This design comes from an exercise in tuning for small area, a short achievable clock period and few clock cycles on the open sky130 flow, not from production work.

==> inputs of v19 <==
## crc_channel
module crc_channel (
    input  wire        clk,
    input  wire        rst,             
    input  wire        cmd_go,
    input  wire [2:0]  cmd_set,
    input  wire        cmd_expect_en,
    input  wire [31:0] cmd_len,
    input  wire [63:0] cmd_exp,
    input  wire        cmd_terminate,
    input  wire        in_valid,
    output wire        in_ready,
    input  wire [63:0] in_data,
    output reg         done,
    output wire [1:0]  state,
    output reg  [7:0]  code,
    output reg         match,
    output reg  [63:0] result
);
    localparam [7:0] DONE_OK          = 8'h00;
    localparam [7:0] REJECTED_INVALID = 8'h10;
    localparam [7:0] ABORTED_FAULT    = 8'h21;
    localparam [7:0] FAILED_CHECK     = 8'h32;
    reg        run_q;       
    reg        st_q;        
    reg        rdy_q;       
    reg        valid_q;     
    reg        pend_q;      
    reg        first_q;     
    reg        nb_q;        
    reg [4:0]  sel_q;       
    reg [2:0]  k_q;         
    reg [7:0]  mh_q;        
    reg [6:0]  mt_q;        
    reg        rj_q;        
    reg        z_q;         
    reg        exp_en_q;
    reg [63:0] xexp_q;      
    reg [31:3] rem_q;       
    reg [63:0] rot_q;       
    reg [63:0] crc_q;       
    wire       idle    = !run_q;
    wire       invalid = cmd_set[2] & (cmd_set[1] | cmd_set[0]);
    wire       len0    = (cmd_len == 32'd0);
    wire       start   = idle && cmd_go && !invalid && !len0;
    wire       take    = in_valid && rdy_q;
    wire       proc    = run_q && valid_q;
    wire       knz     = (k_q != 3'd0);
    wire       last    = (rem_q[31:4] == 28'd0) && !(rem_q[3] && knz);
    wire       gt16    = (rem_q[31:5] != 27'd0) || (rem_q[4] && (rem_q[3] || knz));
    wire [4:0] sel_in  = (cmd_set == 3'd0) ? 5'b00001 :
                         (cmd_set == 3'd1) ? 5'b00010 :
                         (cmd_set == 3'd2) ? 5'b00100 :
                         (cmd_set == 3'd3) ? 5'b01000 : 5'b10000;
    wire [2:0]   kin    = run_q ? k_q : cmd_len[2:0];
    wire [4:0]   sel_fb = idle ? sel_in : (nb_q ? sel_q : 5'b00000);    
    wire [63:0]  inv_in = {32'h0, {16{sel_fb[0] | sel_fb[1]}}, {8{sel_fb[0] | sel_fb[1] | sel_fb[2]}},
  ...
clock: 20.0 ns
lec_check: 0
cap_margin: 20
core_margin: 2
core_utilization: 40
cts_buf_list: sky130_fd_sc_hd__clkbuf_8
slew_margin: 58
synth_hierarchical: 1
standard.sh (not shown) runs the stock make flow with config.mk's settings and CLKGATE_MAP_FILE= SYNTH_SCRIPT=/design/flow/synth_recipe.tcl, a recipe that flattens the netlist after the stock synthesis.
==> flow/flow/run.sh <==
#!/bin/bash
# The standard layout (standard.sh: standard synthesis, floorplan, placement,
# CTS, routing, finish), with one change: the buffers that buffer_ports puts on
# every input and output port are sky130_fd_sc_hd__buf_2 cells instead of the
# cell buffer_ports picks by itself (clkdlybuf4s50_1, a delay cell).
# make's full output goes to flow_make.log here; each ORFS step also writes its
# own log under orfs/logs/.
set -euo pipefail
bash standard.sh 'BUFFER_PORTS_ARGS=-buffer_cell sky130_fd_sc_hd__buf_2' finish > flow_make.log 2>&1
==> inputs of v32, as changes to v19 <==
--- a/flow/design.v
+++ b/flow/design.v
@@ -22,15 +22,14 @@
     localparam [7:0] FAILED_CHECK     = 8'h32;
     reg        run_q;       
     reg        st_q;        
     reg        rdy_q;       
     reg        valid_q;     
     reg        pend_q;      
     reg        first_q;     
-    reg        nb_q;        
     reg [4:0]  sel_q;       
     reg [2:0]  k_q;         
     reg [7:0]  mh_q;        
     reg [6:0]  mt_q;        
     reg        rj_q;        
     reg        z_q;         
     reg        exp_en_q;
@@ -47,21 +46,30 @@
     wire       knz     = (k_q != 3'd0);
     wire       last    = (rem_q[31:4] == 28'd0) && !(rem_q[3] && knz);
     wire       gt16    = (rem_q[31:5] != 27'd0) || (rem_q[4] && (rem_q[3] || knz));
     wire [4:0] sel_in  = (cmd_set == 3'd0) ? 5'b00001 :
                          (cmd_set == 3'd1) ? 5'b00010 :
                          (cmd_set == 3'd2) ? 5'b00100 :
                          (cmd_set == 3'd3) ? 5'b01000 : 5'b10000;
-    wire [2:0]   kin    = run_q ? k_q : cmd_len[2:0];
-    wire [4:0]   sel_fb = idle ? sel_in : (nb_q ? sel_q : 5'b00000);    
-    wire [63:0]  inv_in = {32'h0, {16{sel_fb[0] | sel_fb[1]}}, {8{sel_fb[0] | sel_fb[1] | sel_fb[2]}},
-                           {8{sel_fb[0] | sel_fb[1] | sel_fb[2] | sel_fb[3]}}};
-    wire [63:0]  d_in   = in_data ^ inv_in;
-    wire [127:0] dd     = {d_in, d_in};
-    wire [63:0]  rot_in = dd >> {kin, 3'b000};
+    wire [2:0]   kin0, kin1, kin2, kin3;
+    crc_ksel0 u_ksel0 (.kq(k_q), .len(cmd_len[2:0]), .run(run_q), .k(kin0));
+    crc_ksel1 u_ksel1 (.kq(k_q), .len(cmd_len[2:0]), .run(run_q), .k(kin1));
+    crc_ksel2 u_ksel2 (.kq(k_q), .len(cmd_len[2:0]), .run(run_q), .k(kin2));
+    crc_ksel3 u_ksel3 (.kq(k_q), .len(cmd_len[2:0]), .run(run_q), .k(kin3));
+    wire [63:0]  d_in   = in_data;
+    wire [63:0]  rs0, rs1, rot_in;
+    genvar gb;
+    generate
+        for (gb = 0; gb < 64; gb = gb + 1) begin : g_rot
+            wire [2:0] ks = (gb < 16) ? kin0 : (gb < 32) ? kin1 : (gb < 48) ? kin2 : kin3;
+            assign rs0[gb]    = ks[0] ? d_in[(gb + 8) % 64] : d_in[gb];
+            assign rs1[gb]    = ks[1] ? rs0[(gb + 16) % 64] : rs0[gb];
+            assign rot_in[gb] = ks[2] ? rs1[(gb + 32) % 64] : rs1[gb];
+        end
+    endgenerate
     wire [63:0]  head, tail;
     genvar gj;
     generate
         for (gj = 0; gj < 8; gj = gj + 1) begin : g_win
             assign head[8*gj +: 8] = rot_q[8*gj +: 8] & {8{mh_q[gj]}};
         end
         for (gj = 0; gj < 7; gj = gj + 1) begin : g_tail
@@ -73,15 +81,15 @@
     wire [63:0]  ovf = ({64{sel_q[0] & (k_q == 3'd1)}} & 64'h0000000000FFFFFF) |
                        ({64{sel_q[0] & (k_q == 3'd2)}} & 64'h000000000000FFFF) |
                        ({64{sel_q[0] & (k_q == 3'd3)}} & 64'h00000000000000FF) |
                        ({64{sel_q[1] & (k_q == 3'd1)}} & 64'h0000000000FFFFFF) |
                        ({64{sel_q[1] & (k_q == 3'd2)}} & 64'h000000000000FFFF) |
                        ({64{sel_q[1] & (k_q == 3'd3)}} & 64'h00000000000000FF) |
                        ({64{sel_q[2] & (k_q == 3'd1)}} & 64'h00000000000000FF);
-    wire [63:0]  add_new = last ? (first_q ? ovf : 64'h0) : tail;
+    wire [63:0]  add_new = last ? (first_q ? ovf : 64'h0) : (tail ^ (first_q ? tp : 64'h0));
     wire c0;
     crc_x2 u_c0 (.a(x[12]), .b(x[13]), .y(c0));
     wire c1;
     crc_x2 u_c1 (.a(x[18]), .b(x[36]), .y(c1));
     wire c2;
     crc_x2 u_c2 (.a(x[14]), .b(x[42]), .y(c2));
     wire c3;
@@ -3615,14 +3623,59 @@
     assign nat[60] = (sel_q[4] & crc_q[4]);
     assign nat[61] = (sel_q[4] & crc_q[5]);
     assign nat[62] = (sel_q[4] & crc_q[6]);
     assign nat[63] = (sel_q[4] & crc_q[7]);
     wire [63:0] xorout  = {32'h0, {24{sel_q[0] | sel_q[1]}}, {8{sel_q[0] | sel_q[1] | sel_q[3]}}};
     wire [63:0] res_new = nat ^ xorout;
     wire        eq      = (nat == xexp_q);
+    wire [7:0]  kd_in;
+    generate
+        for (gj = 0; gj < 8; gj = gj + 1) begin : g_kd
+            assign kd_in[gj] = (cmd_len[2:0] == gj);
+        end
+    endgenerate
+    wire [63:0] hp_in = ({64{sel_in[0] & kd_in[0]}} & 64'h00000000FFFFFFFF) |
+                        ({64{sel_in[0] & kd_in[1]}} & 64'hFF00000000000000) |
+                        ({64{sel_in[0] & kd_in[2]}} & 64'hFFFF000000000000) |
+                        ({64{sel_in[0] & kd_in[3]}} & 64'hFFFFFF0000000000) |
+                        ({64{sel_in[0] & kd_in[4]}} & 64'hFFFFFFFF00000000) |
+                        ({64{sel_in[0] & kd_in[5]}} & 64'h00FFFFFFFF000000) |
+                        ({64{sel_in[0] & kd_in[6]}} & 64'h0000FFFFFFFF0000) |
+                        ({64{sel_in[0] & kd_in[7]}} & 64'h000000FFFFFFFF00) |
+                        ({64{sel_in[1] & kd_in[0]}} & 64'h00000000FFFFFFFF) |
+                        ({64{sel_in[1] & kd_in[1]}} & 64'hFF00000000000000) |
+                        ({64{sel_in[1] & kd_in[2]}} & 64'hFFFF000000000000) |
+                        ({64{sel_in[1] & kd_in[3]}} & 64'hFFFFFF0000000000) |
+                        ({64{sel_in[1] & kd_in[4]}} & 64'hFFFFFFFF00000000) |
+                        ({64{sel_in[1] & kd_in[5]}} & 64'h00FFFFFFFF000000) |
+                        ({64{sel_in[1] & kd_in[6]}} & 64'h0000FFFFFFFF0000) |
+                        ({64{sel_in[1] & kd_in[7]}} & 64'h000000FFFFFFFF00) |
+                        ({64{sel_in[2] & kd_in[0]}} & 64'h000000000000FFFF) |
+                        ({64{sel_in[2] & kd_in[1]}} & 64'hFF00000000000000) |
+                        ({64{sel_in[2] & kd_in[2]}} & 64'hFFFF000000000000) |
+                        ({64{sel_in[2] & kd_in[3]}} & 64'h00FFFF0000000000) |
+                        ({64{sel_in[2] & kd_in[4]}} & 64'h0000FFFF00000000) |
+                        ({64{sel_in[2] & kd_in[5]}} & 64'h000000FFFF000000) |
+                        ({64{sel_in[2] & kd_in[6]}} & 64'h00000000FFFF0000) |
+                        ({64{sel_in[2] & kd_in[7]}} & 64'h0000000000FFFF00) |
+                        ({64{sel_in[3] & kd_in[0]}} & 64'h00000000000000FF) |
+                        ({64{sel_in[3] & kd_in[1]}} & 64'hFF00000000000000) |
+                        ({64{sel_in[3] & kd_in[2]}} & 64'h00FF000000000000) |
+                        ({64{sel_in[3] & kd_in[3]}} & 64'h0000FF0000000000) |
+                        ({64{sel_in[3] & kd_in[4]}} & 64'h000000FF00000000) |
+                        ({64{sel_in[3] & kd_in[5]}} & 64'h00000000FF000000) |
+                        ({64{sel_in[3] & kd_in[6]}} & 64'h0000000000FF0000) |
+                        ({64{sel_in[3] & kd_in[7]}} & 64'h000000000000FF00);
+    wire [63:0] tp    = ({64{sel_q[0] & (k_q == 3'd1)}} & 64'h0000000000FFFFFF) |
+                        ({64{sel_q[0] & (k_q == 3'd2)}} & 64'h000000000000FFFF) |
+                        ({64{sel_q[0] & (k_q == 3'd3)}} & 64'h00000000000000FF) |
+                        ({64{sel_q[1] & (k_q == 3'd1)}} & 64'h0000000000FFFFFF) |
+                        ({64{sel_q[1] & (k_q == 3'd2)}} & 64'h000000000000FFFF) |
+                        ({64{sel_q[1] & (k_q == 3'd3)}} & 64'h00000000000000FF) |
+                        ({64{sel_q[2] & (k_q == 3'd1)}} & 64'h00000000000000FF);
     wire [63:0] xo_in  = {32'h0, {24{sel_in[0] | sel_in[1]}}, {8{sel_in[0] | sel_in[1] | sel_in[3]}}};
     reg [7:0]   mask_in;
     always @(*) begin
         case (cmd_len[2:0])
             3'd0: mask_in = 8'hFF;
             3'd1: mask_in = 8'h80;
             3'd2: mask_in = 8'hC0;
@@ -3647,19 +3700,18 @@
             exp_en_q <= cmd_expect_en;
             xexp_q   <= cmd_exp ^ xo_in;
             rem_q    <= cmd_len[31:3];
         end else if (proc) begin
             rem_q    <= rem_q - 29'd1;
         end
         if (idle)
-            crc_q <= 64'h0;
+            crc_q <= hp_in;
         else if (proc)
             crc_q <= st_new ^ add_new;
         first_q <= idle ? 1'b1 : (proc ? 1'b0 : first_q);
-        nb_q    <= (idle | nb_q) & !take;
     end
     always @(posedge clk) begin
         if (rst) begin
             run_q  <= 1'b0;
             st_q   <= 1'b0;
             rdy_q  <= 1'b1;
             pend_q <= 1'b0;
@@ -3707,14 +3759,46 @@
             end else begin
                 pend_q <= proc && last;
                 rdy_q  <= valid_q ? (take ? gt16 : !last) : (take ? !last : 1'b1);
             end
         end
     end
 endmodule
+module crc_ksel0 (
+    input  wire [2:0] kq,
+    input  wire [2:0] len,
+    input  wire       run,
+    output wire [2:0] k
+);
+    assign k = run ? kq : len;
+endmodule
+module crc_ksel1 (
+    input  wire [2:0] kq,
+    input  wire [2:0] len,
+    input  wire       run,
+    output wire [2:0] k
+);
+    assign k = run ? kq : len;
+endmodule
+module crc_ksel2 (
+    input  wire [2:0] kq,
+    input  wire [2:0] len,
+    input  wire       run,
+    output wire [2:0] k
+);
+    assign k = run ? kq : len;
+endmodule
+module crc_ksel3 (
+    input  wire [2:0] kq,
+    input  wire [2:0] len,
+    input  wire       run,
+    output wire [2:0] k
+);
+    assign k = run ? kq : len;
+endmodule
 module crc_x2 (
     input  wire a,
     input  wire b,
     output wire y
 );
     assign y = a ^ b;
 endmodule
==> inputs of v11, as changes to v19 <==
--- a/flow/design.v
+++ b/flow/design.v
@@ -47,21 +47,33 @@
     wire       knz     = (k_q != 3'd0);
     wire       last    = (rem_q[31:4] == 28'd0) && !(rem_q[3] && knz);
     wire       gt16    = (rem_q[31:5] != 27'd0) || (rem_q[4] && (rem_q[3] || knz));
     wire [4:0] sel_in  = (cmd_set == 3'd0) ? 5'b00001 :
                          (cmd_set == 3'd1) ? 5'b00010 :
                          (cmd_set == 3'd2) ? 5'b00100 :
                          (cmd_set == 3'd3) ? 5'b01000 : 5'b10000;
-    wire [2:0]   kin    = run_q ? k_q : cmd_len[2:0];
+    wire [2:0]   kin0, kin1, kin2, kin3;
+    crc_ksel0 u_ksel0 (.kq(k_q), .len(cmd_len[2:0]), .run(run_q), .k(kin0));
+    crc_ksel1 u_ksel1 (.kq(k_q), .len(cmd_len[2:0]), .run(run_q), .k(kin1));
+    crc_ksel2 u_ksel2 (.kq(k_q), .len(cmd_len[2:0]), .run(run_q), .k(kin2));
+    crc_ksel3 u_ksel3 (.kq(k_q), .len(cmd_len[2:0]), .run(run_q), .k(kin3));
     wire [4:0]   sel_fb = idle ? sel_in : (nb_q ? sel_q : 5'b00000);    
     wire [63:0]  inv_in = {32'h0, {16{sel_fb[0] | sel_fb[1]}}, {8{sel_fb[0] | sel_fb[1] | sel_fb[2]}},
                            {8{sel_fb[0] | sel_fb[1] | sel_fb[2] | sel_fb[3]}}};
     wire [63:0]  d_in   = in_data ^ inv_in;
-    wire [127:0] dd     = {d_in, d_in};
-    wire [63:0]  rot_in = dd >> {kin, 3'b000};
+    wire [63:0]  rs0, rs1, rot_in;
+    genvar gb;
+    generate
+        for (gb = 0; gb < 64; gb = gb + 1) begin : g_rot
+            wire [2:0] ks = (gb < 16) ? kin0 : (gb < 32) ? kin1 : (gb < 48) ? kin2 : kin3;
+            assign rs0[gb]    = ks[0] ? d_in[(gb + 8) % 64] : d_in[gb];
+            assign rs1[gb]    = ks[1] ? rs0[(gb + 16) % 64] : rs0[gb];
+            assign rot_in[gb] = ks[2] ? rs1[(gb + 32) % 64] : rs1[gb];
+        end
+    endgenerate
     wire [63:0]  head, tail;
     genvar gj;
     generate
         for (gj = 0; gj < 8; gj = gj + 1) begin : g_win
             assign head[8*gj +: 8] = rot_q[8*gj +: 8] & {8{mh_q[gj]}};
         end
         for (gj = 0; gj < 7; gj = gj + 1) begin : g_tail
@@ -3616,17 +3628,18 @@
     assign nat[61] = (sel_q[4] & crc_q[5]);
     assign nat[62] = (sel_q[4] & crc_q[6]);
     assign nat[63] = (sel_q[4] & crc_q[7]);
     wire [63:0] xorout  = {32'h0, {24{sel_q[0] | sel_q[1]}}, {8{sel_q[0] | sel_q[1] | sel_q[3]}}};
     wire [63:0] res_new = nat ^ xorout;
     wire        eq      = (nat == xexp_q);
     wire [63:0] xo_in  = {32'h0, {24{sel_in[0] | sel_in[1]}}, {8{sel_in[0] | sel_in[1] | sel_in[3]}}};
+    wire [2:0]  kmask = run_q ? k_q : cmd_len[2:0];
     reg [7:0]   mask_in;
     always @(*) begin
-        case (cmd_len[2:0])
+        case (kmask)
             3'd0: mask_in = 8'hFF;
             3'd1: mask_in = 8'h80;
             3'd2: mask_in = 8'hC0;
             3'd3: mask_in = 8'hE0;
             3'd4: mask_in = 8'hF0;
             3'd5: mask_in = 8'hF8;
             3'd6: mask_in = 8'hFC;
@@ -3634,19 +3647,19 @@
         endcase
     end
     integer i;
     assign in_ready = rdy_q;
     assign state    = {1'b0, st_q};
     always @(posedge clk) begin
         rot_q   <= rot_in;
+        mh_q    <= mask_in;
         valid_q <= take;
         if (idle) begin
             sel_q    <= sel_in;
             k_q      <= cmd_len[2:0];
-            mh_q     <= mask_in;
             mt_q     <= ~mask_in[6:0];
             exp_en_q <= cmd_expect_en;
             xexp_q   <= cmd_exp ^ xo_in;
             rem_q    <= cmd_len[31:3];
         end else if (proc) begin
             rem_q    <= rem_q - 29'd1;
         end
@@ -3707,14 +3720,46 @@
             end else begin
                 pend_q <= proc && last;
                 rdy_q  <= valid_q ? (take ? gt16 : !last) : (take ? !last : 1'b1);
             end
         end
     end
 endmodule
+module crc_ksel0 (
+    input  wire [2:0] kq,
+    input  wire [2:0] len,
+    input  wire       run,
+    output wire [2:0] k
+);
+    assign k = run ? kq : len;
+endmodule
+module crc_ksel1 (
+    input  wire [2:0] kq,
+    input  wire [2:0] len,
+    input  wire       run,
+    output wire [2:0] k
+);
+    assign k = run ? kq : len;
+endmodule
+module crc_ksel2 (
+    input  wire [2:0] kq,
+    input  wire [2:0] len,
+    input  wire       run,
+    output wire [2:0] k
+);
+    assign k = run ? kq : len;
+endmodule
+module crc_ksel3 (
+    input  wire [2:0] kq,
+    input  wire [2:0] len,
+    input  wire       run,
+    output wire [2:0] k
+);
+    assign k = run ? kq : len;
+endmodule
 module crc_x2 (
     input  wire a,
     input  wire b,
     output wire y
 );
     assign y = a ^ b;
 endmodule
==> implementation parameters <==
Parameter                              Value

Outcome
  Status    complete, no violations

Layout
  Fraction of area in registers    0.1881
  Antenna Diode Count    2
  Non-clock buffering overhead    0.07616
  Combined area of the multi-input logic cells    26970 um^2

Synth
  Number of flops mapped to enable cells by yosys    106
  Flip-flop and latch count after synthesis    323
  Share of synthesized area occupied by flip-flops and latches    0.2290

Drt
  Met2 routed WL    79240 um

Worst setup path
  Startpoint types    input pin
(the above is from v11)
==> implementation parameters <==
Parameter                              Value

Synth
  Flip-flop and latch count after synthesis    322
  Number of flops mapped to enable cells by yosys    180

Outcome
  Status    complete, no violations

Layout
  Non-clock buffering overhead    0.07667
  Combined area of the multi-input logic cells    26640 um^2

Worst setup path
  Startpoint types    flop

Clocking
  Clock-pin slew reported for the worst setup and hold paths after clock tree synthesis    0.07 ns

Drt
  Met2 routed WL    79650 um
(the above is from v32)
==> implementation parameters <==
Parameter                              Value

Layout
  Fraction of area in registers    0.1899
  Combined area of the multi-input logic cells    26810 um^2
  Antenna Diode Count    3

Worst setup path
  Startpoint types    input pin

Drt
  Met2 routed WL    78390 um

Synth
  Number of flops mapped to enable cells by yosys    113
  Flip-flop and latch count after synthesis    323
  Share of synthesized area occupied by flip-flops and latches    0.2306

Outcome
  Status    complete, no violations
(the above is from v19)
No run of this note included a check of the RTL's function; only the layout flow was run.

## static timing again, ports no longer ideal
Ports are ideal in the flow. The routed layouts listed here were re-timed in OpenROAD. Step 1 (the two cells are an assumption about what drives the block):
set clk [get_ports {clk}]
set_driving_cell -lib_cell sky130_fd_sc_hd__clkbuf_16 $clk
set_driving_cell -lib_cell sky130_fd_sc_hd__buf_2 [delete_from_list [all_inputs] $clk]
Step 2 also shifts input and output timing later by t, the mid clock arrival at the registers, as if the neighbouring blocks saw the same clock. a / b / c = no drivers / after step 1 / after step 2; a / b = the first two.
run | t, ns | slack for setup (ns) | hold WS [ns] | worst setup path at the end
v19 | 0.686 | 13.982 / 13.988 / 13.302 | 0.450 / 0.450 / 0.450 | input to register
v32 | 0.665 | 14.488 / 14.488 / 13.837 | 0.451 / 0.451 / 0.451 | input to register
v11 | 0.666 | 14.353 / 14.382 / 13.715 | 0.445 / 0.445 / 0.445 | input to register
After both steps every run listed still meets setup and hold. For v19, which loses most, drivers alone change the setup slack by +0.006 ns; drivers and shift together by -0.680 ns.
